Source: an optimization exercise on an open RTL-to-GDS flow (aim: small area, a short achievable clock period and few clock cycles per item). Production flows keep margins and buffers that such runs may drop.
Only simulation tests tie the RTL to the original design; equivalence was not proved.
Power figures rest on the tool's default switching activity, not on a simulated workload.

<file path="design/flow/config.mk">
export PLATFORM = sky130hd
export DESIGN_NAME = sha256_unit
export DESIGN_NICKNAME = sha256_unit
export VERILOG_FILES = /design/flow/design.v
export SDC_FILE = /design/flow/constraint.sdc
export NUM_CORES = 4
export LEC_CHECK = 0
export CAP_MARGIN = 20
export CORE_MARGIN = 2
export CORE_UTILIZATION = 55
export CTS_CLUSTER_DIAMETER = 100
export CTS_CLUSTER_SIZE = 20
export SETUP_SLACK_MARGIN = 5
export SLEW_MARGIN = 20
</file>
<file path="design/flow/constraint.sdc">
create_clock -name core_clock -period 10.0 [get_ports {clk}]
set_input_delay 2.0000 -clock core_clock [delete_from_list [all_inputs] [get_ports {clk}]]
set_output_delay 2.0000 -clock core_clock [all_outputs]
set_load 0.01 [all_outputs]
</file>
<file path="design/flow/design.v">
module sha256_unit (
    input  wire         clk,
    input  wire         rst,
    input  wire         init,
    input  wire         blk_valid,
    input  wire [511:0] block,
    output wire         busy,
    output wire [255:0] digest
);
    reg  [31:0] a, b, c, d, e, f, g, h;            
    reg  [31:0] hs0, hs1, hs2, hs3, hs4, hs5, hs6, hs7;  
    reg  [31:0] w [0:15];                          
    reg  [31:0] pa, pe;                            
    reg  [5:0]  rnd;                               
    reg  [31:0] kr;                                
    reg         running;
    reg         run_p;                             
    reg         f_plast, f_last;                   
    assign busy   = running;
    assign digest = {a, hs1, hs2, hs3, e, hs5, hs6, hs7};
    wire last     = running & (rnd == 6'd0);       
    wire tail     = running & ((rnd == 6'd62) | (rnd == 6'd63) | (rnd == 6'd0));  
    wire acc_blk  = !running & blk_valid;
    wire run_next = acc_blk | (running & !last);
    wire load_iv  = rst | (!running & init);
    wire go       = running & !rst;
    wire [5:0] rnd1 = rnd + 6'd1;
    reg [31:0] k;
    always @(*) begin
        case (rnd1)
            6'd0:  k = 32'h428a2f98; 6'd1:  k = 32'h71374491; 6'd2:  k = 32'hb5c0fbcf; 6'd3:  k = 32'he9b5dba5;
            6'd4:  k = 32'h3956c25b; 6'd5:  k = 32'h59f111f1; 6'd6:  k = 32'h923f82a4; 6'd7:  k = 32'hab1c5ed5;
            6'd8:  k = 32'hd807aa98; 6'd9:  k = 32'h12835b01; 6'd10: k = 32'h243185be; 6'd11: k = 32'h550c7dc3;
            6'd12: k = 32'h72be5d74; 6'd13: k = 32'h80deb1fe; 6'd14: k = 32'h9bdc06a7; 6'd15: k = 32'hc19bf174;
            6'd16: k = 32'he49b69c1; 6'd17: k = 32'hefbe4786; 6'd18: k = 32'h0fc19dc6; 6'd19: k = 32'h240ca1cc;
            6'd20: k = 32'h2de92c6f; 6'd21: k = 32'h4a7484aa; 6'd22: k = 32'h5cb0a9dc; 6'd23: k = 32'h76f988da;
            6'd24: k = 32'h983e5152; 6'd25: k = 32'ha831c66d; 6'd26: k = 32'hb00327c8; 6'd27: k = 32'hbf597fc7;
            6'd28: k = 32'hc6e00bf3; 6'd29: k = 32'hd5a79147; 6'd30: k = 32'h06ca6351; 6'd31: k = 32'h14292967;
            6'd32: k = 32'h27b70a85; 6'd33: k = 32'h2e1b2138; 6'd34: k = 32'h4d2c6dfc; 6'd35: k = 32'h53380d13;
            6'd36: k = 32'h650a7354; 6'd37: k = 32'h766a0abb; 6'd38: k = 32'h81c2c92e; 6'd39: k = 32'h92722c85;
            6'd40: k = 32'ha2bfe8a1; 6'd41: k = 32'ha81a664b; 6'd42: k = 32'hc24b8b70; 6'd43: k = 32'hc76c51a3;
            6'd44: k = 32'hd192e819; 6'd45: k = 32'hd6990624; 6'd46: k = 32'hf40e3585; 6'd47: k = 32'h106aa070;
            6'd48: k = 32'h19a4c116; 6'd49: k = 32'h1e376c08; 6'd50: k = 32'h2748774c; 6'd51: k = 32'h34b0bcb5;
            6'd52: k = 32'h391c0cb3; 6'd53: k = 32'h4ed8aa4a; 6'd54: k = 32'h5b9cca4f; 6'd55: k = 32'h682e6ff3;
            6'd56: k = 32'h748f82ee; 6'd57: k = 32'h78a5636f; 6'd58: k = 32'h84c87814; 6'd59: k = 32'h8cc70208;
            6'd60: k = 32'h90befffa; 6'd61: k = 32'ha4506ceb; 6'd62: k = 32'hbef9a3f7; default: k = 32'hc67178f2;
        endcase
    end
    function [31:0] ska;
        input [31:0] x, y;
        reg   [31:0] g, p, gn, pn;
        integer   l, j, m;
        begin
            g = x & y;
            p = x ^ y;
            for (l = 1; l < 32; l = l * 2) begin
                for (j = 0; j < 32; j = j + 1) begin
                    m = (j & ~(2 * l - 1)) + l - 1;
                    if ((j & l) != 0) begin
                        gn[j] = g[j] | (p[j] & g[m]);
                        pn[j] = p[j] & p[m];
                    end else begin
                        gn[j] = g[j];
                        pn[j] = p[j];
                    end
                end
                g = gn;
                p = pn;
            end
            ska = (x ^ y) ^ {g[30:0], 1'b0};
        end
    endfunction
    wire [31:0] s1  = {e[5:0], e[31:6]} ^ {e[10:0], e[31:11]} ^ {e[24:0], e[31:25]};
    wire [31:0] ch  = (e & f) ^ (~e & g);
    wire [31:0] s0  = {a[1:0], a[31:2]} ^ {a[12:0], a[31:13]} ^ {a[21:0], a[31:22]};
    wire [31:0] mj  = (a & b) | (a & c) | (b & c);
    wire [31:0] x1s = pa ^ mj ^ ch;
    wire [31:0] x1c = {(pa[30:0] & mj[30:0]) | (pa[30:0] & ch[30:0]) | (mj[30:0] & ch[30:0]), 1'b0};
    wire [31:0] x2s = x1s ^ x1c ^ s1;
    wire [31:0] x2c = {(x1s[30:0] & x1c[30:0]) | (x1s[30:0] & s1[30:0]) | (x1c[30:0] & s1[30:0]), 1'b0};
    wire [31:0] x3s = x2s ^ x2c ^ s0;
    wire [31:0] x3c = {(x2s[30:0] & x2c[30:0]) | (x2s[30:0] & s0[30:0]) | (x2c[30:0] & s0[30:0]), 1'b0};
    wire [31:0] a_new = x3s + x3c;
    wire [31:0] hs4f = hs4 & {32{f_last}};
    wire [31:0] y1s = pe ^ ch ^ s1;
    wire [31:0] y1c = {(pe[30:0] & ch[30:0]) | (pe[30:0] & s1[30:0]) | (ch[30:0] & s1[30:0]), 1'b0};
    wire [31:0] y2s = y1s ^ y1c ^ hs4f;
    wire [31:0] y2c = {(y1s[30:0] & y1c[30:0]) | (y1s[30:0] & hs4f[30:0]) | (y1c[30:0] & hs4f[30:0]), 1'b0};
    wire [31:0] e_new = y2s + y2c;
    wire [31:0] oph = run_p ? g : hs7;
    wire [31:0] opd = run_p ? c : hs3;
    wire [31:0] w0in = {block[7:0], block[15:8], block[23:16], block[31:24]};
    wire [31:0] opw = run_p ? w[1] : w0in;
    wire [31:0] opk = run_p ? kr : 32'h428a2f98;
    wire [31:0] hs0f = hs0 & {32{f_plast}};
    wire [31:0] p1s = oph ^ hs0f ^ opk;
    wire [31:0] p1c = {(oph[30:0] & hs0f[30:0]) | (oph[30:0] & opk[30:0]) | (hs0f[30:0] & opk[30:0]), 1'b0};
    wire [31:0] p2s = p1s ^ p1c ^ opw;
    wire [31:0] p2c = {(p1s[30:0] & p1c[30:0]) | (p1s[30:0] & opw[30:0]) | (p1c[30:0] & opw[30:0]), 1'b0};
    wire [31:0] pa_next = ska(p2s, p2c);
    wire [31:0] q1s = oph ^ opd ^ opk;
    wire [31:0] q1c = {(oph[30:0] & opd[30:0]) | (oph[30:0] & opk[30:0]) | (opd[30:0] & opk[30:0]), 1'b0};
    wire [31:0] q2s = q1s ^ q1c ^ opw;
    wire [31:0] q2c = {(q1s[30:0] & q1c[30:0]) | (q1s[30:0] & opw[30:0]) | (q1c[30:0] & opw[30:0]), 1'b0};
    wire [31:0] pe_next = ska(q2s, q2c);
    wire [31:0] w1    = w[1];
    wire [31:0] w14   = w[14];
    wire [31:0] ss0   = {w1[6:0], w1[31:7]} ^ {w1[17:0], w1[31:18]} ^ (w1 >> 3);
    wire [31:0] ss1   = {w14[16:0], w14[31:17]} ^ {w14[18:0], w14[31:19]} ^ (w14 >> 10);
    wire [31:0] w9    = w[9];
    wire [31:0] w0    = w[0];
    wire [31:0] m1s   = w0 ^ w9 ^ ss0;
    wire [31:0] m1c   = {(w0[30:0] & w9[30:0]) | (w0[30:0] & ss0[30:0]) | (w9[30:0] & ss0[30:0]), 1'b0};
    wire [31:0] m2s   = m1s ^ m1c ^ ss1;
    wire [31:0] m2c   = {(m1s[30:0] & m1c[30:0]) | (m1s[30:0] & ss1[30:0]) | (m1c[30:0] & ss1[30:0]), 1'b0};
    wire [31:0] w_new = ska(m2s, m2c);
    wire [31:0] sum_a = ska(hs3, a);
    wire [31:0] sum_e = ska(hs7, e);
    integer i;
    always @(posedge clk) begin
        if (rst) begin
            running <= 1'b0;
            run_p   <= 1'b0;
            rnd     <= 6'd0;
            f_plast <= 1'b0;
            f_last  <= 1'b0;
        end else begin
            running <= run_next;
            run_p   <= (!run_p & blk_valid) | (run_p & (rnd != 6'd0));
            rnd     <= run_next ? rnd1 : 6'd0;
            f_plast <= running & (rnd == 6'd62);
            f_last  <= running & (rnd == 6'd63);
        end
        if (go) begin
            a <= a_new;
            e <= e_new;
        end else if (load_iv) begin
            a <= 32'h6a09e667;
            e <= 32'h510e527f;
        end
        if (running) begin
            b <= a; c <= b; d <= c;
            f <= e; g <= f; h <= g;
        end else begin
            b <= hs1; c <= hs2; d <= hs3;
            f <= hs5; g <= hs6; h <= hs7;
            hs0 <= a;
            hs4 <= e;
        end
        if (load_iv) begin
            hs1 <= 32'hbb67ae85; hs2 <= 32'h3c6ef372; hs3 <= 32'ha54ff53a;
            hs5 <= 32'h9b05688c; hs6 <= 32'h1f83d9ab; hs7 <= 32'h5be0cd19;
        end else if (tail) begin
            hs1 <= sum_a; hs2 <= hs1; hs3 <= hs2;
            hs5 <= sum_e; hs6 <= hs5; hs7 <= hs6;
        end
        kr <= k;
        pa <= pa_next;
        pe <= pe_next;
        for (i = 0; i < 15; i = i + 1)
            w[i] <= running ? w[i+1] : {block[32*i +: 8], block[32*i+8 +: 8],
                                        block[32*i+16 +: 8], block[32*i+24 +: 8]};
        w[15] <= running ? w_new : {block[487:480], block[495:488], block[503:496], block[511:504]};
    end
endmodule
</file>
<file path="design/flow/flow/run.sh">
#!/bin/bash
# The standard layout (the standard.sh, unchanged synthesis), with the
# port buffers that placement inserts made of the smallest buffer cell.
set -euo pipefail
bash standard.sh finish "BUFFER_PORTS_ARGS=-buffer_cell sky130_fd_sc_hd__buf_1" > standard_flow.log 2>&1
</file>
<file path="design/flow/standard.sh">
#!/bin/bash
# synth_recipe.tcl (not shown) runs the flow's synth.tcl, then flattens the netlist and writes it again
# the make line also repeats each setting of config.mk as NAME=value (left out here)
make -C /OpenROAD-flow-scripts/flow DESIGN_CONFIG=/design/flow/config.mk WORK_HOME=/design/flow/orfs CLKGATE_MAP_FILE= SYNTH_SCRIPT=/design/flow/synth_recipe.tcl "${@:-finish}"
</file>
==> results.yml <==
routing:
  wire_per_inst_um: 26.5
  drt_iter0_markers: 4176
  routed_wirelength_mm: 206
  vias: 44100
  drc: 0
  viasPerCell: 5.70
  postRouteAntennaNets: 0
  dr.pass1.iters: 8
worst_setup_path:
  worstReg2RegStart: "e[13]"
  end_kind: "flop"
  cp_num_buf_inv: 1
  crit_type: "reg -> reg"
  worst_setup_path_start_kind: "flop"
  crit_family: "adder cells"
  setup.worst_path.start: "e[13]"
  path_cells: "mux2i_2 > fa_1 > inv_1 > fa_1 > fa_1 > ha_1 > nand2_1 > or3_4 > o31ai_4 > a221o_1 > a311oi_2 > o31ai_1 > a21oi_1 > xor2_1 > nand2_1"
  critical-path-max-stage-delay_ns: 0.52
  slowest_stage: "edfxtp_1"
  worstPathArrival_ns: 5.39
  crit_fanout: 6
  crit_required_ns: 10.44
  crit_path_frequent_cell: "fa_1"
synth:
  netlist_area_um2: 58200
  syn-num-nets: 6712
  synth-edff-count: 128
  postSynthAreaPerCell_um2: 10.4
  synth_top_area_share: 0.323
  synth.top_cells.by_area: "dfxtp_1, mux2_2, fa_1"
  synth_seq_cells: 1066
  ys_seq_area_frac: 0.389
  synth_top_area_cell: "dfxtp_1"
  synthFlopType: "dfxtp_1"
  synthArstFlopShare: 0
  syn_inst: 5603
  yosysWarningCount: 2
  yosysUniqueCellTypes: 82
placed_design:
  portBuffers: 772
  hpwl_mm: 161
  place_congestion: 0.968
cells_and_area:
  largest_reg_flops: 512
  layout-drive-gt1-share: 0.164
  regMostFlops: "w"
  fin_nets: 7416
  area_growth_pct: 12.5
clocking:
  clk_path_buf_depth: 3
  clock-sinks: 1066
  path_clk_slew_ns: 0.09
  cts_buffers: 61
  cts_root_buf: "clkbuf_16"
  cts_tree: "done"
  clk_latency_ns: 0.73
  hold_buffers: 0
  cts-htree-levels: 2
sta:
  slew_viol_final: 0
  timing.final.crit_period_ns: 4.94
  setup_tns_ns: 0
  finalCritPeriodShare: 0.494
  rsz0062_at_grt: "true"
  worst_pin_slew_ns: 1.20
  setup_viol: 0
  finClkSkew_ns: 0.0272
  hold_violations: 0
  slew_headroom: 0.189
  max_freq_mhz: 202
hold_path:
  hold_path.class: "reg -> reg"
  worstHoldStart: "w[15][2]"
die:
  dieArea_um2: 108000
  initial_core_util: 0.554
  dieHeight_um: 329
  rows: 119
  die_x_um: 329
  io_pins: 773
  coreArea_um2: 105000
flow_run:
  max_cap_violations: 0
global_route:
  gr-total-overflow: 0
  grt_pass1_wl_mm: 294
  grt_antenna_before_repair: 40
  grt_max_degree: 203
  grt_pass1_vias: 42900
  track_usage: 0.373
pwr:
  max-vdd-ir-drop_v: 0.000467
  p_per_area_nw_per_um2: 424
  p_total_mw: 27.8
  p_leak_nw: 27.2
status:
  status: "no timing/DRC/antenna violations"
-- where the power goes --
part	leakage, nW	switching (mW)	internal [mW]
clock	0.860	1.53	1.19
combinational	17.3	11.0	8.20
sequential	9.05	0.656	5.21
total	27.2	13.2	14.6
-- cells by family (layout without fill, tap and decap cells) --
family / after synthesis / count (layout) / synth area share
multiplexers: 758 / 758 / 0.146
buffers and inverters: 843 / 1576 / 0.0545
other: 0 / 19 / 0
flip-flops: 1066 / 1066 / 0.389
AND/OR/NAND/NOR: 1068 / 1068 / 0.0807
XOR/XNOR: 435 / 435 / 0.0655
adder cells (fa/ha/maj): 594 / 594 / 0.174
AO/OA/AOI/OAI: 839 / 839 / 0.0908
-- cell usage in the layout (no fill, tap or decap), types with 138 or more instances in the layout --
cell type,instances
xnor2_1,294
o21ai_0,179
a21oi_1,256
nand2_1,532
buf_1,772
fa_1,358
buf_4,138
nor2_1,192
mux2_2,677
ha_1,229
dfxtp_1,927
inv_1,560
-- worst paths after layout --
path                    to  slack [ns]  cells past startpoint
setup / recovery     a[25]        5.06                     15
hold / removal    w[14][2]        0.44                      1
setup reg to reg     a[25]        5.06                     15
hold reg to reg   w[14][2]        0.44                      1
-- Yosys cell counts, types with 38 or more instances --
cell type,count
a211oi_1,41
a21o_1,95
a21oi_1,262
a31oi_1,38
and2_1,38
clkbuf_1,238
dfxtp_1,938
edfxtp_1,128
fa_1,359
ha_1,234
inv_1,563
mux2_2,677
mux2i_1,77
nand2_1,534
nand3_1,108
nor2_1,197
nor3_1,48
o211ai_1,38
o21ai_0,185
xnor2_1,311
xor2_1,124
-- cell type report --
cell class              instances  area [µm²]
multi-input cells            3694       33100
flip-flops and latches       1066       22600
well taps                    1391        1740
inverters                     567        2130
diodes                         19        47.5
clock buffers                  79        1590
clock inverters                13         186
fillers                      9172       39600
repair buffers                917        4090
-- routing by layer --
metal	global-route usage	wire length, µm	up-vias
met1	0.522	87000	21900
met5	0	96	-
met2	0.582	93100	1832
li1	-	-	20100
met3	0.0661	17600	301
met4	0.136	7780	14
-- through the flow --
step           setup slack (ns)  hold WS, ns  cells  instance area (µm²)   util
2_1_floorplan              5.01        0.433   5603                58200      -
3_3_place_gp               4.38        0.435   7545                62400  0.594
3_5_place_dp               4.37        0.438   7545                62400  0.594
4_1_cts                    4.96        0.439   7692                64900  0.617
5_1_grt                    4.83        0.458   7746                65500  0.623
6_report                   5.06        0.444   7746                65500  0.623
-- what timing repair did --
item / 4_1_cts / 5_1_grt
endpoints found under the hold margin: 0 / 0
gates cloned: 1 / 0
gates resized for setup: 39 / 74
endpoints found under the setup margin: 44 / 44
pin swaps: 3 / 25
buffers inserted: 54 / 35

static timing again, ports no longer ideal:
The results above use ideal ports. As a check the final layout listed here was re-extracted and re-timed, cells and wires unchanged.
Step 1 sets driving cells, clkbuf_16 on the clock port and buf_2 on the other inputs (assumed; they add their load-dependent delay and slew).
Step 2 adds t to the input delays and takes it off the output delays; t is the mean of the earliest and latest rising clock arrival at the registers after step 1. Input paths then give back, and output paths get back, about the clock's delay inside the block.
Three values: ideal, step 1, step 2; two values: the first two.
t, ns: 0.802
setup slack, ns: 5.056 / 5.056 / 4.418
worst setup path at the end: input to register
After both steps setup and hold are still met in this run. The setup slack of this run moves by 0.000 ns with the drivers and by -0.638 ns with both steps.
